What follows belongs to an exercise in optimizing a design on an open flow for small area and a short achievable clock period; a production flow would make more cautious choices.
Function not checked in this run: the RTL went through the layout flow alone.
In this run the design's own scripts or RTL, not TritonCTS, make the clock network.
No driver is modelled on the clock port, so clock power and skew are understated where the tree is cut down; a real chip needs a root buffer or a tree.

**flow/config.mk**
```make
export PLATFORM = sky130hd
export DESIGN_NAME = fehel_flit_rx
export DESIGN_NICKNAME = fehel_flit_rx
export VERILOG_FILES = /design/flow/design.v
export SDC_FILE = /design/flow/constraint.sdc
export NUM_CORES = 4
export LEC_CHECK = 0
export CAP_MARGIN = 20
export CORE_MARGIN = 2
export CORE_UTILIZATION = 55
export SLEW_MARGIN = 20
```
**flow/flow/cts_manual.tcl**
```tcl
# Sourced by ORFS's cts.tcl as PRE_CTS_TCL. Replaces clock_tree_synthesis
# with a short two-level clock tree: the registers are split by location
# into NLEAF groups of equal size (halving by x, then by y, ...), each driven
# by a leaf clock buffer at the group's centre; the leaf buffers are split
# the same way into NROOT groups, each driven by a root clock buffer at its
# centre. The clock port feeds only the NROOT root buffers, and every
# register sees exactly one root and one leaf buffer.

proc mcts_split { items n } {
  set groups [list $items]
  set axis 0
  while { [llength $groups] < $n } {
    set ng {}
    foreach g $groups {
      set s [lsort -integer -index $axis $g]
      set h [expr { [llength $s] / 2 }]
      lappend ng [lrange $s 0 [expr { $h - 1 }]] [lrange $s $h end]
    }
    set groups $ng
    set axis [expr { 1 - $axis }]
  }
  return $groups
}

proc mcts_drive { block master name in_net group } {
  # group: list of {x y iterm}; returns {cx cy A-iterm}
  set sx 0; set sy 0
  foreach s $group { incr sx [lindex $s 0]; incr sy [lindex $s 1] }
  set n [llength $group]
  set cx [expr { $sx / $n }]
  set cy [expr { $sy / $n }]
  set inst [odb::dbInst_create $block $master $name]
  set net [odb::dbNet_create $block "${name}_net"]
  $net setSigType CLOCK
  [$inst findITerm X] connect $net
  foreach s $group {
    set it [lindex $s 2]
    $it disconnect
    $it connect $net
  }
  $inst setLocation [expr { $cx - [$master getWidth] / 2 }] [expr { $cy - [$master getHeight] / 2 }]
  $inst setPlacementStatus PLACED
  set a [$inst findITerm A]
  $a connect $in_net
  puts "manual_cts: $name drives $n pins at ($cx, $cy)"
  return [list $cx $cy $a]
}

proc manual_cts { } {
  set nleaf 8
  set nroot 4
  if { [info exists ::env(MCTS_NLEAF)] } { set nleaf $::env(MCTS_NLEAF) }
  if { [info exists ::env(MCTS_NROOT)] } { set nroot $::env(MCTS_NROOT) }
  set block [ord::get_db_block]
  set db [ord::get_db]
  set leafcell sky130_fd_sc_hd__clkbuf_16
  set rootcell sky130_fd_sc_hd__clkbuf_16
  if { [info exists ::env(MCTS_LEAF)] } { set leafcell $::env(MCTS_LEAF) }
  if { [info exists ::env(MCTS_ROOT)] } { set rootcell $::env(MCTS_ROOT) }
  set leafm [$db findMaster $leafcell]
  set rootm [$db findMaster $rootcell]
  set clk_net [$block findNet clk]
  set sinks {}
  foreach it [$clk_net getITerms] {
    set bb [[$it getInst] getBBox]
    lappend sinks [list [expr { ([$bb xMin] + [$bb xMax]) / 2 }] \
                        [expr { ([$bb yMin] + [$bb yMax]) / 2 }] $it]
  }
  set leaves {}
  set k 0
  foreach g [mcts_split $sinks $nleaf] {
    lappend leaves [mcts_drive $block $leafm "clkbuf_leaf_$k" $clk_net $g]
    incr k
  }
  set k 0
  foreach g [mcts_split $leaves $nroot] {
    mcts_drive $block $rootm "clkbuf_root_$k" $clk_net $g
    incr k
  }
  $clk_net setSigType CLOCK
  set_propagated_clock [all_clocks]
}

rename clock_tree_synthesis orig_clock_tree_synthesis
proc clock_tree_synthesis { args } {
  manual_cts
}
```
**flow/constraint.sdc**
```tcl
create_clock -name core_clock -period 12.0 [get_ports {clk}]
set_input_delay 2.4000 -clock core_clock [delete_from_list [all_inputs] [get_ports {clk}]]
set_output_delay 2.4000 -clock core_clock [all_outputs]
set_load 0.01 [all_outputs]
```
**flow/standard.sh**
```bash
#!/bin/bash
# synth_recipe.tcl (not shown) runs the flow's synth.tcl, then flattens the netlist and writes it again
# the make line also repeats each setting of config.mk as NAME=value (left out here)
make -C /OpenROAD-flow-scripts/flow DESIGN_CONFIG=/design/flow/config.mk WORK_HOME=/design/flow/orfs CLKGATE_MAP_FILE= SYNTH_SCRIPT=/design/flow/synth_recipe.tcl "${@:-finish}"
```
**flow/design.v**
```verilog
module fehel_flit_rx (
    input  wire        clk,
    input  wire        rst,
    input  wire        in_valid,
    input  wire [63:0] in_data,
    output reg         res_valid,
    output reg         res_crc_ok,
    output wire        res_ctrl,
    output wire [3:0]  res_err,        
    output wire [4:0]  res_msgs,
    output wire [19:0] res_vc_slots,   
    output wire [11:0] res_fseq,
    output wire [11:0] res_fack
);
    reg  [63:0] u;
    wire [63:0] m_u;
    wire x64 = u[39] ^ u[59];
    wire x65 = u[0] ^ u[56];
    wire x66 = u[46] ^ u[51];
    wire x67 = u[47] ^ u[52];
    wire x68 = u[4] ^ u[58];
    wire x69 = u[8] ^ u[43];
    wire x70 = u[9] ^ u[44];
    wire x71 = u[21] ^ u[26];
    wire x72 = u[15] ^ u[45];
    wire x73 = u[22] ^ u[27];
    wire x74 = u[40] ^ u[60];
    wire x75 = u[41] ^ u[61];
    wire x76 = u[18] ^ u[32];
    wire x77 = u[19] ^ u[33];
    wire x78 = u[20] ^ u[34];
    wire x79 = u[50] ^ u[54];
    wire x80 = u[5] ^ u[12];
    wire x81 = u[48] ^ u[55];
    wire x82 = u[35] ^ u[63];
    wire x83 = u[16] ^ u[53];
    wire x84 = u[6] ^ u[29];
    wire x85 = u[7] ^ u[28];
    wire x86 = u[13] ^ u[49];
    wire x87 = u[10] ^ u[62];
    wire x88 = u[17] ^ u[42];
    wire x89 = u[23] ^ u[30];
    wire x90 = u[24] ^ u[31];
    wire x91 = u[25] ^ x76;
    wire x92 = u[11] ^ x66;
    wire x93 = u[14] ^ u[57];
    wire x94 = u[36] ^ x73;
    wire x95 = x67 ^ x72;
    wire x96 = x64 ^ x68;
    wire x97 = x71 ^ x82;
    wire x98 = u[1] ^ x69;
    wire x99 = u[2] ^ x70;
    wire x100 = u[38] ^ x65;
    wire x101 = x74 ^ x80;
    wire x102 = x77 ^ x79;
    wire x103 = x81 ^ x83;
    wire x104 = u[3] ^ x75;
    wire x105 = u[29] ^ u[37];
    wire x106 = x64 ^ x90;
    wire x107 = u[25] ^ u[42];
    wire x108 = u[7] ^ u[30];
    wire x109 = u[28] ^ u[45];
    wire x110 = u[43] ^ x84;
    wire x111 = u[50] ^ x81;
    wire x112 = u[62] ^ x89;
    wire x113 = u[58] ^ x86;
    wire x114 = u[26] ^ x88;
    wire x115 = u[55] ^ x78;
    wire x116 = u[12] ^ x65;
    wire x117 = u[24] ^ x91;
    wire x118 = u[10] ^ x100;
    wire x119 = u[5] ^ u[37];
    wire x120 = u[22] ^ u[36];
    wire x121 = u[11] ^ u[46];
    wire x122 = u[19] ^ x85;
    wire x123 = u[57] ^ x77;
    wire x124 = x70 ^ x93;
    wire x125 = u[14] ^ x87;
    wire x126 = u[31] ^ x72;
    wire x127 = u[17] ^ x75;
    wire x128 = x67 ^ x74;
    wire x129 = u[6] ^ x69;
    wire x130 = u[27] ^ u[56];
    wire x131 = u[4] ^ u[28];
    wire x132 = u[16] ^ u[59];
    wire x133 = u[13] ^ u[63];
    wire x134 = u[10] ^ u[23];
    wire x135 = u[34] ^ u[35];
    wire x136 = u[0] ^ u[47];
    wire x137 = x71 ^ x88;
    wire x138 = u[54] ^ x83;
    wire x139 = u[49] ^ x68;
    wire x140 = x78 ^ x82;
    wire x141 = u[51] ^ x94;
    wire x142 = u[48] ^ x99;
    wire x143 = x84 ^ x96;
    wire x144 = x85 ^ x92;
    wire x145 = u[32] ^ x101;
    wire x146 = u[1] ^ u[11];
    wire x147 = u[2] ^ u[44];
    wire x148 = u[45] ^ u[53];
    wire x149 = u[31] ^ u[33];
    wire x150 = u[35] ^ u[40];
    wire x151 = u[5] ^ u[41];
    wire x152 = u[3] ^ u[61];
    wire x153 = u[12] ^ u[53];
    wire x154 = u[20] ^ u[38];
    wire x155 = u[18] ^ u[20];
    wire x156 = u[40] ^ x80;
    wire x157 = x65 ^ x90;
    wire x158 = u[39] ^ x70;
    wire x159 = u[34] ^ x87;
    wire x160 = u[37] ^ x78;
    wire x161 = u[3] ^ x103;
    wire x162 = x86 ^ x91;
    wire x163 = x73 ^ x104;
    wire x164 = u[9] ^ x97;
    wire x165 = x94 ^ x95;
    wire x166 = x71 ^ x95;
    wire x167 = u[60] ^ x102;
    wire x168 = x96 ^ x122;
    wire x169 = u[47] ^ x118;
    wire x170 = u[18] ^ u[26];
    wire x171 = u[53] ^ u[54];
    wire x172 = u[30] ^ u[57];
    wire x173 = u[41] ^ u[48];
    wire x174 = u[8] ^ u[22];
    wire x175 = u[7] ^ u[42];
    wire x176 = u[24] ^ u[47];
    wire x177 = u[6] ^ u[8];
    wire x178 = u[25] ^ u[36];
    wire x179 = u[46] ^ u[62];
    wire x180 = u[13] ^ x68;
    wire x181 = u[15] ^ x66;
    wire x182 = x89 ^ x130;
    wire x183 = u[4] ^ x85;
    wire x184 = u[29] ^ x69;
    wire x185 = u[14] ^ x121;
    wire x186 = u[23] ^ x79;
    wire x187 = u[44] ^ x64;
    wire x188 = u[25] ^ x79;
    wire x189 = u[1] ^ x86;
    wire x190 = u[46] ^ x73;
    wire x191 = x68 ^ x108;
    wire x192 = u[21] ^ x135;
    wire x193 = x87 ^ x120;
    wire x194 = u[52] ^ x105;
    wire x195 = u[0] ^ x109;
    wire x196 = x66 ^ x81;
    wire x197 = u[17] ^ x78;
    wire x198 = u[39] ^ x111;
    wire x199 = u[16] ^ x113;
    wire x200 = u[63] ^ x156;
    wire x201 = x67 ^ x98;
    wire x202 = x83 ^ x125;
    wire x203 = x92 ^ x127;
    wire x204 = x76 ^ x159;
    wire x205 = x77 ^ x114;
    wire x206 = u[42] ^ x92;
    wire x207 = u[49] ^ x128;
    wire x208 = x98 ^ x123;
    wire x209 = u[56] ^ x141;
    wire x210 = x139 ^ x167;
    wire x211 = u[21] ^ x168;
    wire x212 = u[37] ^ u[52];
    wire x213 = u[38] ^ u[55];
    wire x214 = u[45] ^ u[61];
    wire x215 = u[59] ^ u[62];
    wire x216 = u[15] ^ u[27];
    wire x217 = u[6] ^ u[58];
    wire x218 = u[40] ^ u[44];
    wire x219 = u[9] ^ u[23];
    wire x220 = u[33] ^ u[57];
    wire x221 = u[58] ^ u[63];
    wire x222 = u[5] ^ u[50];
    wire x223 = u[0] ^ u[12];
    wire x224 = u[17] ^ u[41];
    wire x225 = u[39] ^ u[43];
    wire x226 = u[32] ^ u[42];
    wire x227 = x72 ^ x93;
    wire x228 = u[6] ^ x75;
    wire x229 = x93 ^ x147;
    wire x230 = u[11] ^ x80;
    wire x231 = x69 ^ x131;
    wire x232 = x84 ^ x171;
    wire x233 = x90 ^ x130;
    wire x234 = u[30] ^ x148;
    wire x235 = u[8] ^ x107;
    wire x236 = x132 ^ x172;
    wire x237 = x149 ^ x150;
    wire x238 = x85 ^ x105;
    wire x239 = x88 ^ x214;
    wire x240 = u[49] ^ x176;
    wire x241 = u[7] ^ x66;
    wire x242 = u[2] ^ x82;
    wire x243 = u[30] ^ x65;
    wire x244 = u[14] ^ x78;
    wire x245 = u[19] ^ x70;
    wire x246 = u[31] ^ x83;
    wire x247 = x109 ^ x152;
    wire x248 = u[13] ^ x76;
    wire x249 = u[59] ^ x217;
    wire x250 = x79 ^ x153;
    wire x251 = x90 ^ x120;
    wire x252 = x107 ^ x119;
    wire x253 = u[45] ^ x73;
    wire x254 = u[60] ^ x64;
    wire x255 = u[15] ^ x155;
    wire x256 = x66 ^ x134;
    wire x257 = u[9] ^ x80;
    wire x258 = x132 ^ x179;
    wire x259 = u[25] ^ x87;
    wire x260 = x136 ^ x222;
    wire x261 = u[38] ^ x86;
    wire x262 = x76 ^ x131;
    wire x263 = u[16] ^ x87;
    wire x264 = u[14] ^ x81;
    wire x265 = u[24] ^ x93;
    wire x266 = x74 ^ x146;
    wire x267 = x89 ^ x136;
    wire x268 = u[51] ^ x65;
    wire x269 = x74 ^ x175;
    wire x270 = u[38] ^ x110;
    wire x271 = x101 ^ x170;
    wire x272 = x112 ^ x180;
    wire x273 = u[20] ^ x183;
    wire x274 = x101 ^ x137;
    wire x275 = u[5] ^ x113;
    wire x276 = u[10] ^ x102;
    wire x277 = x115 ^ x126;
    wire x278 = x115 ^ x184;
    wire x279 = x119 ^ x158;
    wire x280 = x84 ^ x138;
    wire x281 = x92 ^ x173;
    wire x282 = x67 ^ x100;
    wire x283 = x114 ^ x140;
    wire x284 = x97 ^ x116;
    wire x285 = u[31] ^ x95;
    wire x286 = u[57] ^ x98;
    wire x287 = x129 ^ x149;
    wire x288 = x104 ^ x124;
    wire x289 = x111 ^ x148;
    wire x290 = x133 ^ x190;
    wire x291 = u[55] ^ x97;
    wire x292 = x102 ^ x129;
    wire x293 = u[52] ^ x195;
    wire x294 = x112 ^ x124;
    wire x295 = x103 ^ x113;
    wire x296 = x79 ^ x115;
    wire x297 = u[37] ^ x126;
    wire x298 = u[17] ^ x140;
    wire x299 = u[53] ^ x99;
    wire x300 = u[61] ^ x189;
    wire x301 = u[4] ^ x106;
    wire x302 = x95 ^ x197;
    wire x303 = x151 ^ x266;
    wire x304 = u[22] ^ x98;
    wire x305 = x106 ^ x161;
    wire x306 = x117 ^ x163;
    wire x307 = x125 ^ x143;
    wire x308 = x144 ^ x157;
    wire x309 = x145 ^ x278;
    wire x310 = x181 ^ x282;
    wire x311 = x110 ^ x118;
    wire x312 = x117 ^ x133;
    wire x313 = x165 ^ x294;
    wire x314 = x117 ^ x127;
    wire x315 = x166 ^ x258;
    wire x316 = x107 ^ x208;
    wire x317 = x94 ^ x142;
    wire x318 = x285 ^ x311;
    wire x319 = x169 ^ x291;
    wire x320 = x146 ^ x227;
    wire x321 = x198 ^ x270;
    wire x322 = x271 ^ x272;
    wire x323 = x320 ^ x209;
    wire x324 = x321 ^ x322;
    wire x325 = x323 ^ x324;
    wire x326 = x212 ^ x106;
    wire x327 = x122 ^ x181;
    wire x328 = x182 ^ x228;
    wire x329 = x229 ^ x199;
    wire x330 = x200 ^ x326;
    wire x331 = x327 ^ x328;
    wire x332 = x329 ^ x330;
    wire x333 = x331 ^ x332;
    wire x334 = u[41] ^ x89;
    wire x335 = x91 ^ x114;
    wire x336 = x230 ^ x334;
    wire x337 = x201 ^ x273;
    wire x338 = x335 ^ x336;
    wire x339 = x209 ^ x305;
    wire x340 = x337 ^ x338;
    wire x341 = x339 ^ x340;
    wire x342 = u[23] ^ x212;
    wire x343 = x123 ^ x231;
    wire x344 = x232 ^ x233;
    wire x345 = x342 ^ x142;
    wire x346 = x162 ^ x274;
    wire x347 = x343 ^ x344;
    wire x348 = x345 ^ x346;
    wire x349 = x347 ^ x348;
    wire x350 = u[26] ^ x85;
    wire x351 = x115 ^ x124;
    wire x352 = x234 ^ x350;
    wire x353 = x270 ^ x275;
    wire x354 = x276 ^ x351;
    wire x355 = x352 ^ x306;
    wire x356 = x353 ^ x354;
    wire x357 = x355 ^ x356;
    wire x358 = u[35] ^ u[44];
    wire x359 = x71 ^ x358;
    wire x360 = x102 ^ x182;
    wire x361 = x235 ^ x359;
    wire x362 = x144 ^ x277;
    wire x363 = x360 ^ x361;
    wire x364 = x307 ^ x362;
    wire x365 = x363 ^ x364;
    wire x366 = x236 ^ x164;
    wire x367 = x165 ^ x308;
    wire x368 = x309 ^ x366;
    wire x369 = x367 ^ x368;
    wire x370 = u[50] ^ x213;
    wire x371 = x91 ^ x231;
    wire x372 = x237 ^ x370;
    wire x373 = x166 ^ x202;
    wire x374 = x203 ^ x279;
    wire x375 = x371 ^ x372;
    wire x376 = x373 ^ x374;
    wire x377 = x375 ^ x376;
    wire x378 = x100 ^ x158;
    wire x379 = x165 ^ x200;
    wire x380 = x204 ^ x205;
    wire x381 = x280 ^ x281;
    wire x382 = x378 ^ x379;
    wire x383 = x380 ^ x381;
    wire x384 = x382 ^ x383;
    wire x385 = x120 ^ x151;
    wire x386 = x238 ^ x385;
    wire x387 = x202 ^ x283;
    wire x388 = x386 ^ x210;
    wire x389 = x310 ^ x387;
    wire x390 = x388 ^ x389;
    wire x391 = u[14] ^ x174;
    wire x392 = x215 ^ x128;
    wire x393 = x138 ^ x160;
    wire x394 = x180 ^ x239;
    wire x395 = x391 ^ x284;
    wire x396 = x392 ^ x393;
    wire x397 = x394 ^ x395;
    wire x398 = x396 ^ x397;
    wire x399 = u[40] ^ x79;
    wire x400 = x116 ^ x234;
    wire x401 = x399 ^ x143;
    wire x402 = x164 ^ x203;
    wire x403 = x400 ^ x401;
    wire x404 = x402 ^ x403;
    wire x405 = u[26] ^ x173;
    wire x406 = x175 ^ x96;
    wire x407 = x185 ^ x186;
    wire x408 = x405 ^ x406;
    wire x409 = x407 ^ x408;
    wire x410 = x318 ^ x409;
    wire x411 = x108 ^ x216;
    wire x412 = x103 ^ x187;
    wire x413 = x240 ^ x411;
    wire x414 = x145 ^ x206;
    wire x415 = x286 ^ x412;
    wire x416 = x413 ^ x414;
    wire x417 = x415 ^ x416;
    wire x418 = x109 ^ x116;
    wire x419 = x127 ^ x128;
    wire x420 = x188 ^ x142;
    wire x421 = x199 ^ x287;
    wire x422 = x418 ^ x419;
    wire x423 = x420 ^ x421;
    wire x424 = x422 ^ x423;
    wire x425 = u[29] ^ u[59];
    wire x426 = x425 ^ x114;
    wire x427 = x189 ^ x241;
    wire x428 = x204 ^ x288;
    wire x429 = x289 ^ x426;
    wire x430 = x427 ^ x428;
    wire x431 = x429 ^ x430;
    wire x432 = u[18] ^ u[27];
    wire x433 = x69 ^ x432;
    wire x434 = x95 ^ x125;
    wire x435 = x242 ^ x243;
    wire x436 = x433 ^ x206;
    wire x437 = x434 ^ x435;
    wire x438 = x210 ^ x436;
    wire x439 = x437 ^ x438;
    wire x440 = x170 ^ x100;
    wire x441 = x112 ^ x128;
    wire x442 = x244 ^ x245;
    wire x443 = x246 ^ x247;
    wire x444 = x143 ^ x290;
    wire x445 = x440 ^ x441;
    wire x446 = x442 ^ x443;
    wire x447 = x444 ^ x445;
    wire x448 = x446 ^ x447;
    wire x449 = u[20] ^ u[43];
    wire x450 = x449 ^ x122;
    wire x451 = x248 ^ x249;
    wire x452 = x250 ^ x251;
    wire x453 = x203 ^ x450;
    wire x454 = x451 ^ x452;
    wire x455 = x453 ^ x454;
    wire x456 = x319 ^ x455;
    wire x457 = u[32] ^ u[59];
    wire x458 = x154 ^ x218;
    wire x459 = x457 ^ x191;
    wire x460 = x252 ^ x458;
    wire x461 = x166 ^ x292;
    wire x462 = x459 ^ x460;
    wire x463 = x461 ^ x462;
    wire x464 = u[38] ^ x70;
    wire x465 = x71 ^ x78;
    wire x466 = x151 ^ x103;
    wire x467 = x241 ^ x253;
    wire x468 = x254 ^ x464;
    wire x469 = x465 ^ x287;
    wire x470 = x466 ^ x467;
    wire x471 = x468 ^ x469;
    wire x472 = x470 ^ x471;
    wire x473 = u[32] ^ u[54];
    wire x474 = u[56] ^ x85;
    wire x475 = x134 ^ x177;
    wire x476 = x473 ^ x158;
    wire x477 = x190 ^ x192;
    wire x478 = x239 ^ x474;
    wire x479 = x475 ^ x207;
    wire x480 = x476 ^ x477;
    wire x481 = x478 ^ x479;
    wire x482 = x480 ^ x481;
    wire x483 = u[18] ^ x75;
    wire x484 = x85 ^ x121;
    wire x485 = x150 ^ x176;
    wire x486 = x219 ^ x220;
    wire x487 = x184 ^ x193;
    wire x488 = x483 ^ x484;
    wire x489 = x485 ^ x486;
    wire x490 = x289 ^ x487;
    wire x491 = x488 ^ x489;
    wire x492 = x490 ^ x491;
    wire x493 = u[36] ^ u[54];
    wire x494 = x89 ^ x105;
    wire x495 = x221 ^ x493;
    wire x496 = x116 ^ x159;
    wire x497 = x235 ^ x240;
    wire x498 = x245 ^ x494;
    wire x499 = x495 ^ x281;
    wire x500 = x496 ^ x497;
    wire x501 = x498 ^ x499;
    wire x502 = x500 ^ x501;
    wire x503 = x82 ^ x219;
    wire x504 = x157 ^ x252;
    wire x505 = x255 ^ x503;
    wire x506 = x141 ^ x207;
    wire x507 = x504 ^ x505;
    wire x508 = x307 ^ x506;
    wire x509 = x507 ^ x508;
    wire x510 = u[51] ^ u[55];
    wire x511 = x75 ^ x510;
    wire x512 = x116 ^ x194;
    wire x513 = x253 ^ x511;
    wire x514 = x202 ^ x512;
    wire x515 = x513 ^ x211;
    wire x516 = x312 ^ x514;
    wire x517 = x515 ^ x516;
    wire x518 = u[27] ^ u[63];
    wire x519 = x88 ^ x153;
    wire x520 = x155 ^ x178;
    wire x521 = x518 ^ x96;
    wire x522 = x196 ^ x519;
    wire x523 = x520 ^ x292;
    wire x524 = x293 ^ x521;
    wire x525 = x522 ^ x523;
    wire x526 = x524 ^ x525;
    wire x527 = u[6] ^ u[38];
    wire x528 = u[48] ^ u[49];
    wire x529 = x121 ^ x527;
    wire x530 = x528 ^ x160;
    wire x531 = x250 ^ x529;
    wire x532 = x530 ^ x531;
    wire x533 = x211 ^ x313;
    wire x534 = x532 ^ x533;
    wire x535 = u[21] ^ u[47];
    wire x536 = x72 ^ x79;
    wire x537 = x82 ^ x154;
    wire x538 = x174 ^ x535;
    wire x539 = x101 ^ x106;
    wire x540 = x238 ^ x256;
    wire x541 = x536 ^ x537;
    wire x542 = x538 ^ x295;
    wire x543 = x539 ^ x540;
    wire x544 = x541 ^ x542;
    wire x545 = x543 ^ x544;
    wire x546 = u[27] ^ u[54];
    wire x547 = x546 ^ x139;
    wire x548 = x257 ^ x286;
    wire x549 = x547 ^ x314;
    wire x550 = x315 ^ x548;
    wire x551 = x549 ^ x550;
    wire x552 = u[18] ^ u[28];
    wire x553 = u[60] ^ x552;
    wire x554 = x99 ^ x103;
    wire x555 = x249 ^ x259;
    wire x556 = x260 ^ x553;
    wire x557 = x205 ^ x290;
    wire x558 = x554 ^ x555;
    wire x559 = x556 ^ x557;
    wire x560 = x558 ^ x559;
    wire x561 = u[15] ^ u[17];
    wire x562 = x136 ^ x152;
    wire x563 = x172 ^ x561;
    wire x564 = x193 ^ x261;
    wire x565 = x562 ^ x563;
    wire x566 = x168 ^ x200;
    wire x567 = x296 ^ x564;
    wire x568 = x565 ^ x566;
    wire x569 = x567 ^ x568;
    wire x570 = u[41] ^ x69;
    wire x571 = x154 ^ x223;
    wire x572 = x94 ^ x97;
    wire x573 = x236 ^ x570;
    wire x574 = x571 ^ x297;
    wire x575 = x572 ^ x573;
    wire x576 = x574 ^ x575;
    wire x577 = u[16] ^ u[62];
    wire x578 = x577 ^ x92;
    wire x579 = x110 ^ x111;
    wire x580 = x124 ^ x137;
    wire x581 = x156 ^ x243;
    wire x582 = x262 ^ x297;
    wire x583 = x578 ^ x579;
    wire x584 = x580 ^ x581;
    wire x585 = x582 ^ x583;
    wire x586 = x584 ^ x585;
    wire x587 = u[1] ^ u[44];
    wire x588 = u[63] ^ x66;
    wire x589 = x73 ^ x76;
    wire x590 = x80 ^ x108;
    wire x591 = x224 ^ x587;
    wire x592 = x123 ^ x588;
    wire x593 = x589 ^ x590;
    wire x594 = x591 ^ x199;
    wire x595 = x592 ^ x593;
    wire x596 = x594 ^ x595;
    wire x597 = x318 ^ x596;
    wire x598 = x147 ^ x215;
    wire x599 = x94 ^ x183;
    wire x600 = x246 ^ x598;
    wire x601 = x205 ^ x599;
    wire x602 = x600 ^ x309;
    wire x603 = x310 ^ x601;
    wire x604 = x602 ^ x603;
    wire x605 = u[21] ^ u[48];
    wire x606 = u[60] ^ x109;
    wire x607 = x220 ^ x605;
    wire x608 = x104 ^ x182;
    wire x609 = x248 ^ x606;
    wire x610 = x607 ^ x201;
    wire x611 = x279 ^ x280;
    wire x612 = x298 ^ x608;
    wire x613 = x609 ^ x610;
    wire x614 = x611 ^ x612;
    wire x615 = x613 ^ x614;
    wire x616 = x80 ^ x134;
    wire x617 = x135 ^ x216;
    wire x618 = x225 ^ x137;
    wire x619 = x616 ^ x617;
    wire x620 = x167 ^ x299;
    wire x621 = x300 ^ x618;
    wire x622 = x619 ^ x308;
    wire x623 = x620 ^ x621;
    wire x624 = x622 ^ x623;
    wire x625 = u[11] ^ u[12];
    wire x626 = u[13] ^ x84;
    wire x627 = x150 ^ x625;
    wire x628 = x229 ^ x247;
    wire x629 = x263 ^ x626;
    wire x630 = x627 ^ x117;
    wire x631 = x141 ^ x201;
    wire x632 = x296 ^ x628;
    wire x633 = x629 ^ x630;
    wire x634 = x631 ^ x632;
    wire x635 = x633 ^ x634;
    wire x636 = u[3] ^ x72;
    wire x637 = x77 ^ x178;
    wire x638 = x224 ^ x194;
    wire x639 = x264 ^ x636;
    wire x640 = x637 ^ x144;
    wire x641 = x272 ^ x284;
    wire x642 = x299 ^ x638;
    wire x643 = x639 ^ x640;
    wire x644 = x641 ^ x642;
    wire x645 = x643 ^ x644;
    wire x646 = u[0] ^ x87;
    wire x647 = x221 ^ x129;
    wire x648 = x160 ^ x186;
    wire x649 = x646 ^ x206;
    wire x650 = x207 ^ x647;
    wire x651 = x648 ^ x305;
    wire x652 = x649 ^ x650;
    wire x653 = x651 ^ x652;
    wire x654 = u[7] ^ x64;
    wire x655 = x97 ^ x232;
    wire x656 = x654 ^ x275;
    wire x657 = x655 ^ x313;
    wire x658 = x314 ^ x656;
    wire x659 = x657 ^ x658;
    wire x660 = x80 ^ x105;
    wire x661 = x133 ^ x138;
    wire x662 = x660 ^ x118;
    wire x663 = x144 ^ x301;
    wire x664 = x661 ^ x316;
    wire x665 = x662 ^ x663;
    wire x666 = x664 ^ x665;
    wire x667 = u[4] ^ u[8];
    wire x668 = u[62] ^ x667;
    wire x669 = x91 ^ x186;
    wire x670 = x668 ^ x142;
    wire x671 = x302 ^ x669;
    wire x672 = x209 ^ x670;
    wire x673 = x671 ^ x672;
    wire x674 = u[18] ^ u[24];
    wire x675 = u[49] ^ x119;
    wire x676 = x674 ^ x123;
    wire x677 = x256 ^ x675;
    wire x678 = x161 ^ x164;
    wire x679 = x293 ^ x676;
    wire x680 = x677 ^ x678;
    wire x681 = x679 ^ x680;
    wire x682 = u[19] ^ x86;
    wire x683 = x89 ^ x171;
    wire x684 = x225 ^ x196;
    wire x685 = x259 ^ x265;
    wire x686 = x682 ^ x683;
    wire x687 = x271 ^ x302;
    wire x688 = x684 ^ x685;
    wire x689 = x686 ^ x687;
    wire x690 = x688 ^ x689;
    wire x691 = u[19] ^ x67;
    wire x692 = x218 ^ x97;
    wire x693 = x185 ^ x188;
    wire x694 = x228 ^ x233;
    wire x695 = x255 ^ x691;
    wire x696 = x295 ^ x692;
    wire x697 = x693 ^ x694;
    wire x698 = x695 ^ x696;
    wire x699 = x697 ^ x698;
    wire x700 = x88 ^ x154;
    wire x701 = x110 ^ x138;
    wire x702 = x267 ^ x700;
    wire x703 = x162 ^ x303;
    wire x704 = x701 ^ x702;
    wire x705 = x211 ^ x703;
    wire x706 = x704 ^ x705;
    wire x707 = x75 ^ x84;
    wire x708 = x108 ^ x147;
    wire x709 = x155 ^ x102;
    wire x710 = x106 ^ x264;
    wire x711 = x707 ^ x708;
    wire x712 = x274 ^ x304;
    wire x713 = x709 ^ x710;
    wire x714 = x711 ^ x712;
    wire x715 = x713 ^ x714;
    wire x716 = u[19] ^ u[21];
    wire x717 = x716 ^ x99;
    wire x718 = x112 ^ x129;
    wire x719 = x268 ^ x269;
    wire x720 = x162 ^ x163;
    wire x721 = x277 ^ x717;
    wire x722 = x718 ^ x719;
    wire x723 = x720 ^ x721;
    wire x724 = x722 ^ x723;
    wire x725 = u[23] ^ u[45];
    wire x726 = u[46] ^ u[50];
    wire x727 = u[52] ^ x77;
    wire x728 = x226 ^ x725;
    wire x729 = x726 ^ x97;
    wire x730 = x157 ^ x263;
    wire x731 = x727 ^ x728;
    wire x732 = x273 ^ x288;
    wire x733 = x304 ^ x729;
    wire x734 = x730 ^ x731;
    wire x735 = x732 ^ x733;
    wire x736 = x734 ^ x735;
    wire x737 = u[30] ^ u[33];
    wire x738 = u[46] ^ x74;
    wire x739 = x153 ^ x177;
    wire x740 = x737 ^ x99;
    wire x741 = x137 ^ x244;
    wire x742 = x738 ^ x739;
    wire x743 = x198 ^ x740;
    wire x744 = x741 ^ x742;
    wire x745 = x169 ^ x312;
    wire x746 = x743 ^ x744;
    wire x747 = x745 ^ x746;
    wire x748 = u[7] ^ u[31];
    wire x749 = x84 ^ x87;
    wire x750 = x178 ^ x213;
    wire x751 = x748 ^ x104;
    wire x752 = x192 ^ x257;
    wire x753 = x267 ^ x749;
    wire x754 = x750 ^ x751;
    wire x755 = x752 ^ x753;
    wire x756 = x210 ^ x754;
    wire x757 = x755 ^ x756;
    wire x758 = u[13] ^ u[26];
    wire x759 = u[61] ^ x108;
    wire x760 = x119 ^ x146;
    wire x761 = x177 ^ x226;
    wire x762 = x758 ^ x111;
    wire x763 = x140 ^ x193;
    wire x764 = x268 ^ x759;
    wire x765 = x760 ^ x761;
    wire x766 = x301 ^ x762;
    wire x767 = x763 ^ x764;
    wire x768 = x765 ^ x766;
    wire x769 = x767 ^ x768;
    wire x770 = u[2] ^ u[33];
    wire x771 = x174 ^ x770;
    wire x772 = x126 ^ x191;
    wire x773 = x194 ^ x771;
    wire x774 = x162 ^ x164;
    wire x775 = x198 ^ x772;
    wire x776 = x773 ^ x774;
    wire x777 = x775 ^ x776;
    wire x778 = u[9] ^ u[60];
    wire x779 = x86 ^ x121;
    wire x780 = x223 ^ x778;
    wire x781 = x126 ^ x779;
    wire x782 = x780 ^ x143;
    wire x783 = x161 ^ x204;
    wire x784 = x208 ^ x781;
    wire x785 = x782 ^ x783;
    wire x786 = x784 ^ x785;
    wire x787 = u[47] ^ u[56];
    wire x788 = x132 ^ x787;
    wire x789 = x99 ^ x185;
    wire x790 = x191 ^ x788;
    wire x791 = x145 ^ x276;
    wire x792 = x298 ^ x300;
    wire x793 = x789 ^ x790;
    wire x794 = x791 ^ x792;
    wire x795 = x793 ^ x794;
    wire x796 = u[2] ^ u[29];
    wire x797 = x71 ^ x89;
    wire x798 = x796 ^ x96;
    wire x799 = x98 ^ x197;
    wire x800 = x237 ^ x797;
    wire x801 = x163 ^ x798;
    wire x802 = x799 ^ x800;
    wire x803 = x169 ^ x801;
    wire x804 = x802 ^ x803;
    wire x805 = u[3] ^ u[42];
    wire x806 = u[57] ^ x805;
    wire x807 = x106 ^ x112;
    wire x808 = x192 ^ x262;
    wire x809 = x806 ^ x303;
    wire x810 = x807 ^ x808;
    wire x811 = x317 ^ x809;
    wire x812 = x810 ^ x811;
    wire x813 = u[37] ^ x77;
    wire x814 = x107 ^ x134;
    wire x815 = x104 ^ x110;
    wire x816 = x139 ^ x195;
    wire x817 = x242 ^ x251;
    wire x818 = x813 ^ x814;
    wire x819 = x145 ^ x815;
    wire x820 = x816 ^ x817;
    wire x821 = x818 ^ x819;
    wire x822 = x820 ^ x821;
    wire x823 = u[33] ^ u[58];
    wire x824 = x823 ^ x116;
    wire x825 = x160 ^ x187;
    wire x826 = x196 ^ x227;
    wire x827 = x269 ^ x824;
    wire x828 = x825 ^ x826;
    wire x829 = x306 ^ x827;
    wire x830 = x828 ^ x829;
    wire x831 = u[23] ^ u[28];
    wire x832 = u[56] ^ x68;
    wire x833 = x74 ^ x75;
    wire x834 = x135 ^ x831;
    wire x835 = x261 ^ x832;
    wire x836 = x833 ^ x834;
    wire x837 = x835 ^ x836;
    wire x838 = x315 ^ x316;
    wire x839 = x837 ^ x838;
    wire x840 = u[29] ^ u[43];
    wire x841 = u[58] ^ x75;
    wire x842 = x83 ^ x179;
    wire x843 = x840 ^ x254;
    wire x844 = x260 ^ x265;
    wire x845 = x841 ^ x842;
    wire x846 = x283 ^ x843;
    wire x847 = x844 ^ x845;
    wire x848 = x317 ^ x846;
    wire x849 = x847 ^ x848;
    wire x850 = u[22] ^ x86;
    wire x851 = x88 ^ x93;
    wire x852 = x105 ^ x131;
    wire x853 = x152 ^ x187;
    wire x854 = x188 ^ x230;
    wire x855 = x850 ^ x851;
    wire x856 = x852 ^ x853;
    wire x857 = x854 ^ x855;
    wire x858 = x856 ^ x857;
    wire x859 = x319 ^ x858;
    assign m_u[0] = x325;
    assign m_u[1] = x333;
    assign m_u[2] = x341;
    assign m_u[3] = x349;
    assign m_u[4] = x357;
    assign m_u[5] = x365;
    assign m_u[6] = x369;
    assign m_u[7] = x377;
    assign m_u[8] = x384;
    assign m_u[9] = x390;
    assign m_u[10] = x398;
    assign m_u[11] = x404;
    assign m_u[12] = x410;
    assign m_u[13] = x417;
    assign m_u[14] = x424;
    assign m_u[15] = x431;
    assign m_u[16] = x439;
    assign m_u[17] = x448;
    assign m_u[18] = x456;
    assign m_u[19] = x463;
    assign m_u[20] = x472;
    assign m_u[21] = x482;
    assign m_u[22] = x492;
    assign m_u[23] = x502;
    assign m_u[24] = x509;
    assign m_u[25] = x517;
    assign m_u[26] = x526;
    assign m_u[27] = x534;
    assign m_u[28] = x545;
    assign m_u[29] = x551;
    assign m_u[30] = x560;
    assign m_u[31] = x569;
    assign m_u[32] = x576;
    assign m_u[33] = x586;
    assign m_u[34] = x597;
    assign m_u[35] = x604;
    assign m_u[36] = x615;
    assign m_u[37] = x624;
    assign m_u[38] = x635;
    assign m_u[39] = x645;
    assign m_u[40] = x653;
    assign m_u[41] = x659;
    assign m_u[42] = x666;
    assign m_u[43] = x673;
    assign m_u[44] = x681;
    assign m_u[45] = x690;
    assign m_u[46] = x699;
    assign m_u[47] = x706;
    assign m_u[48] = x715;
    assign m_u[49] = x724;
    assign m_u[50] = x736;
    assign m_u[51] = x747;
    assign m_u[52] = x757;
    assign m_u[53] = x769;
    assign m_u[54] = x777;
    assign m_u[55] = x786;
    assign m_u[56] = x795;
    assign m_u[57] = x804;
    assign m_u[58] = x812;
    assign m_u[59] = x822;
    assign m_u[60] = x830;
    assign m_u[61] = x839;
    assign m_u[62] = x849;
    assign m_u[63] = x859;
    reg  [5:0]  beat;
    wire        first = (beat == 6'd0);
    always @(posedge clk) begin
        if (in_valid)
            u <= (m_u | {64{first}}) ^ in_data;
    end
    wire crc_good = &u;
    reg        hdr_ev;     
    reg        slot_ev;    
    reg        last_ev;    
    reg  [7:0] op_r;
    reg  [4:0] len_r;
    wire [5:0] beat_inc   = beat + 6'd1;
    wire       slot_beat  = beat[0] && (beat != 6'd63);
    wire       last_beat  = (beat == 6'd63);
    always @(posedge clk) begin
        op_r    <= in_data[7:0];
        len_r   <= in_data[12:8];
        hdr_ev  <= !rst && in_valid && first;
        slot_ev <= !rst && in_valid && slot_beat;
        last_ev <= !rst && in_valid && last_beat;
        if (rst || in_valid)
            beat <= beat_inc & {6{!rst}};
    end
    reg  [11:0] fseq;
    reg  [11:0] fack;
    reg         ctrl;
    reg         ftype_err;
    wire [3:0]  h_ftype = ~u[63:60];
    wire [4:0]  h_cont  = ~u[35:31];
    wire        h_data  = (h_ftype == 4'h0);
    always @(posedge clk) begin
        if (hdr_ev) begin
            fseq      <= ~u[59:48];
            fack      <= ~u[47:36];
            ctrl      <= (h_ftype == 4'h1);
            ftype_err <= (h_ftype > 4'h1);
        end
    end
    function op_known;
        input [7:0] op;
        begin
            case (op)
                8'h00, 8'h01, 8'h02, 8'h03, 8'h04, 8'h05,
                8'h10, 8'h11, 8'h12, 8'h13, 8'h14, 8'h1F,
                8'h20, 8'h21, 8'h22, 8'h23, 8'h24, 8'h25, 8'h2F,
                8'h30, 8'h31, 8'h32, 8'h33,
                8'h40, 8'h41, 8'h4F: op_known = 1'b1;
                default:             op_known = 1'b0;
            endcase
        end
    endfunction
    function len_ok;
        input [7:0] op;
        input [4:0] len;
        begin
            case (op)
                8'h10, 8'h21, 8'h30: len_ok = (len == 5'd4);
                8'h11, 8'h40:        len_ok = (len == 5'd16);
                8'h12:               len_ok = (len >= 5'd1) && (len <= 5'd16);
                8'h22:               len_ok = (len == 5'd5);
                8'h25, 8'h33:        len_ok = (len <= 5'd16);
                8'h32:               len_ok = (len == 5'd0) || (len == 5'd4);
                default:             len_ok = (len == 5'd0);
            endcase
        end
    endfunction
    reg         walking;
    reg  [4:0]  rem;
    reg         counted;
    reg  [1:0]  cur_vc;
    reg         cont_err;
    reg         opcode_err;
    reg         len_err;
    reg  [4:0]  msgs;
    reg  [4:0]  vc0, vc1, vc2, vc3;
    reg  [4:0]  carry;
    reg  [1:0]  carry_vc;
    wire        rem_nz  = (rem != 5'd0);
    wire        known   = op_known(op_r);
    wire        lok     = len_ok(op_r, len_r);
    wire        has_vc  = (op_r[7:4] != 4'h0);
    wire [1:0]  op_vc   = op_r[5:4] - 2'd1;
    wire        step    = slot_ev && walking;
    wire        s_cont  = step && rem_nz;
    wire        s_msg   = step && !rem_nz && known && lok;
    wire        inc     = (s_cont && counted) || (s_msg && has_vc);
    wire [1:0]  inc_vc  = rem_nz ? cur_vc : op_vc;
    always @(posedge clk) begin
        if (hdr_ev) begin
            walking    <= h_data;
            rem        <= h_data ? h_cont : 5'd0;
            cont_err   <= h_data && (h_cont != carry);
            counted    <= h_data && (h_cont == carry);
            cur_vc     <= carry_vc;
            opcode_err <= 1'b0;
            len_err    <= 1'b0;
            msgs       <= 5'd0;
            vc0        <= 5'd0;
            vc1        <= 5'd0;
            vc2        <= 5'd0;
            vc3        <= 5'd0;
        end else if (step) begin
            if (rem_nz) begin
                rem <= rem - 5'd1;
            end else if (!known) begin
                opcode_err <= 1'b1;
                walking    <= 1'b0;
            end else if (!lok) begin
                len_err    <= 1'b1;
                walking    <= 1'b0;
            end else begin
                rem <= len_r;
                if (op_r != 8'h00)
                    msgs <= msgs + 5'd1;
                counted <= has_vc;
                if (has_vc)
                    cur_vc <= op_vc;
            end
            if (inc && inc_vc == 2'd0) vc0 <= vc0 + 5'd1;
            if (inc && inc_vc == 2'd1) vc1 <= vc1 + 5'd1;
            if (inc && inc_vc == 2'd2) vc2 <= vc2 + 5'd1;
            if (inc && inc_vc == 2'd3) vc3 <= vc3 + 5'd1;
        end
    end
    wire any_err = ftype_err | cont_err | opcode_err | len_err;
    wire carry_ld = last_ev && crc_good && (any_err || !ctrl);
    always @(posedge clk) begin
        res_crc_ok <= crc_good;
        res_valid  <= !rst && last_ev;
        if (rst || carry_ld) begin
            carry    <= (any_err || rst) ? 5'd0 : rem;
            carry_vc <= (any_err || rst) ? 2'd0 : cur_vc;
        end
    end
    assign res_ctrl     = ctrl;
    assign res_err      = {len_err, opcode_err, cont_err, ftype_err};
    assign res_msgs     = msgs;
    assign res_vc_slots = {vc3, vc2, vc1, vc0};
    assign res_fseq     = fseq;
    assign res_fack     = fack;
endmodule
```
**flow/flow/run.sh**
```bash
#!/bin/bash
# Layout: the standard ORFS flow (standard.sh), with these changes:
#  - every port gets a plain buf_1 as its port buffer;
#  - clock tree: two short levels of clock buffers (flow/cts_manual.tcl,
#    8 leaf buffers under 4 root buffers);
#  - the timing repair after CTS and after global routing aims for a setup
#    slack margin of 8.75 ns.
#  Placement settings: PLACE_DENSITY=0.7. Repair settings: none.
# Each make call's output goes to its own make_*.log; ORFS keeps each tool's
# log under orfs/logs/.
set -euo pipefail
H=$PWD
B="BUFFER_PORTS_ARGS=-buffer_cell sky130_fd_sc_hd__buf_1"
C="PRE_CTS_TCL=$H/flow/cts_manual.tcl"
bash standard.sh "$B" "$C" synth > make_synth.log 2>&1
bash standard.sh "$B" "$C" PLACE_DENSITY=0.7 floorplan place > make_place.log 2>&1
bash standard.sh "$B" "$C" PLACE_DENSITY=0.7 SETUP_SLACK_MARGIN=8.75  cts > make_cts.log 2>&1
bash standard.sh "$B" "$C" PLACE_DENSITY=0.7 SETUP_SLACK_MARGIN=8.75  finish > make_finish.log 2>&1
```
==> results.txt <==
==> path summary, 6_finish.rpt <==
path                 end   start  slack (ns)
hold reg to reg   vc1[3]  vc1[3]        0.49
setup reg to reg   u[61]   u[52]        8.72
hold / removal    vc1[3]  vc1[3]        0.49
setup / recovery   u[61]   u[52]        8.72
==> per-layer routing <==
| layer | GRT usage, % | up-vias | share of wire [%] |
|---|---|---|---|
| met5 | 0 | - | 0 |
| met2 | 57.6 | 812 | 41 |
| met1 | 55.7 | 5498 | 40 |
| li1 | - | 4944 | - |
| met3 | 7.89 | 187 | 12 |
| met4 | 18.9 | 0 | 6.4 |
==> area by class of cell <==
type,count,share of cell area [%]
timing repair buffer,220,7.98
antenna,1,0.0145
tap,378,2.75
buffer,12,1.75
inverter,32,0.698
multi-input combinational,1185,61.6
sequential,159,25.2
==> cells in the final DEF, fill, tap and decap left out, drive strengths merged, types with 14 or more instances in the layout <==
cell	count
edfxtp	113
nor2	101
dfxtp	46
a21oi	20
inv	32
ha	14
buf	199
o21ai	23
clkbuf	33
nand4	18
or3	17
xnor2	671
xor2	191
nand3	19
==> per-stage QoR <==
stage	hold WS, ns	setup WS (ns)
after CTS	0.496	8.74
after floorplan	0.439	8.81
after global placement	0.467	8.15
after detailed placement	0.484	8.12
final	0.493	8.72
after global routing	0.516	8.70
==> repair_timing <==
action | in CTS | in global routing
gates resized for setup | 17 | 52
buffers inserted | 33 | 38
endpoints found under the setup margin | 129 | 63
pin swaps | 1 | 4
==> kinds of logic after synthesis <==
group	after synthesis
and+or+nand+nor	223
muxes	6
buffers and inverters	112
AOI/OAI and AO/OA	69
DFF	159
adders and majority gates	14
xor gates and xnor gates	873
==> cell usage after synthesis (all sizes together) (6+ instances only) <==
master,count
buf,65
o211ai,8
clkbuf,15
nand3b,6
xnor2,671
inv,32
edfxtp,113
or3,17
nand4,18
xor2,191
nand2,12
a21oi,20
xnor3,9
nor3,10
nand3,19
nor2,101
ha,14
dfxtp,46
o21ai,23
==> sequential cells by signal, indices dropped and copies added (netlist names), 2 cells and up, named ones only <==
| name | flops |
|---|---|
| beat | 6 |
| carry | 5 |
| carry_vc | 2 |
| cur_vc | 2 |
| fack | 12 |
| fseq | 12 |
| len_r | 5 |
| msgs | 5 |
| op_r | 8 |
| rem | 5 |
| u | 64 |
| vc0 | 5 |
| vc1 | 5 |
| vc2 | 5 |
| vc3 | 5 |
==> worst max-delay path, cell delays in order (launching register included) <==
cell and delay [ns]:
edfxtp_1 0.37, buf_4 0.22, xnor2_2 0.46, xor2_4 0.44
xor2_1 0.48, xor2_1 0.38, xnor2_1 0.18, nor2_1 0.07
xnor2_1 0.44
==> key figures <==
Run status
  – Status: timing/DRC/antenna clean

Yosys
  – Top post-synthesis cells by area: xnor2_1 37%, edfxtp_1 22%, xor2_1 9.3%
  – Avg Inst Size Synth: 10.5 um2
  – Mux cell area share after synthesis: less than 1%
  – Adder-cell share of the synthesized area: 1.15%
  – Syn. warnings: 1
  – Sequential-to-total area share from yosys stat: 28.2%
  – Simple-gate share of the synthesized area: about 7.3%
  – Number of synthesized flops with an enable pin: 113
  – Post-synthesis instance total: 1456
  – Top FF cell, synth: edfxtp_1
  – Yosys cell types: 62
  – Xor/xnor share of the synthesized area: between 50% and 60%
  – Post-synth top area share: 36.7%
  – Cell taking the most area after synthesis: xnor2_1
  – Post-Syn Area: 15300 um2
  – Post-synthesis compound-gate area fraction: 2.86%
  – Ys async rst share: 0%
  – Main combinational cell family by area after synthesis: XOR/XNOR gates
  – Yosys reg bits: 159
  – Syn_nets: between 1500 and 2000

Timing
  – Worst Skew: about 0.055 ns
  – Final worst path period share: 27.3%
  – Slew @ Worst Pin: ~1.2 ns
  – Max Slew Vio Count: 0
  – RSZ-0062 raised after global routing: yes
  – Setup TNS: 0 ns
  – # setup viols final: 0
  – Final Hold Viols: 0
  – Tmin final: 3.28 ns
  – Highest Clock Rate: 305 MHz
  – Relative slew margins: 20.7%

Finish
  – Non-Filler Instances: 1987
  – FILL cells: about 2300
  – Finished Cell Area: 17200 um2
  – Area of the multi-input gates: about 11000 um2
  – Area Overhead vs Synth: 12.6%
  – Core Util, Final: approximately 62%
  – Share of cells above drive strength 1: 15.3%
  – Nets: between 1500 and 2000
  – Register Area: 4340 um2

Floorplanning
  – Die height: around 170 um
  – Die area: ~29000 um2
  – Row cnt: 61
  – Die X: 171 um
  – IO Count: between 100 and 150
  – Core area: approximately 28000 um2
  – Initial Util: between 50% and 60%

Global route
  – Largest net degree at the start of global routing: 69
  – Overflow after GRT: 0
  – GRT Util Overall: around two fifths
  – Number of global-route vias before repair: 10700
  – Initial antenna violation count: 1
  – First-pass GRT wire length: 79700 um

Min path
  – Hold depth: 2
  – HP Class: flip-flop to flip-flop

Placed design
  – I/O Buffers: 122
  – Dpl hpwl: approximately 44000 um
  – GP Congestion: 1.12
  – Dpl cell area: between 15000 and 20000 um2
  – Placed insts: 1903

Run
  – Max Cap Viol: 0

Detailed routing
  – Number of remaining DRC errors: 0
  – WL/cell: 29.1 um
  – Detailed-route wire length: a little under 60000 um
  – Vias/cell: 5.76
  – Vias: 11400
  – Initial drt markers: 1520
  – DRT Pass-1 Iters: 7
  – Final antenna-violating net count: 0

Setup path
  – Crit path max fanout: 7
  – R2r worst-path depth: 8
  – Worst Setup Path Type: flip-flop to flip-flop
  – Startpoint Class: flip-flop
  – Worst EP arrival: roughly 3.4 ns
  – CP endpoint kind: flip-flop
  – CP required: 12.08 ns

CTS
  – Hold-fix buffers at CTS: 0
  – Clk latency of the worst-skew pair: 0.33 ns
  – Clock edge transition at the registers on the reported setup and hold paths: 0.12 ns

## re-timing with driven ports
The flow's constraints put no driver on any port. The routed layout listed below was extracted and timed again, unchanged, in two steps.
Step 1 sets driving cells, clkbuf_16 on the clock port and buf_2 on the other inputs (assumed; they add their load-dependent delay and slew).
Step 2 also shifts input and output timing later by t, the mid clock arrival at the registers, as if the neighbouring blocks saw the same clock.
a / b / c = ideal ports / drivers / drivers and shift; a / b = the first two.
t (ns): 0.415
slack for setup (ns): 8.720 / 8.621 / 8.525
worst slew at a driven data input, ns: 0.05
cell pins on the clock port's net: 4
After both steps setup and hold are still met in this run. The setup slack of this run moves by -0.099 ns with the drivers and by -0.195 ns with both steps.
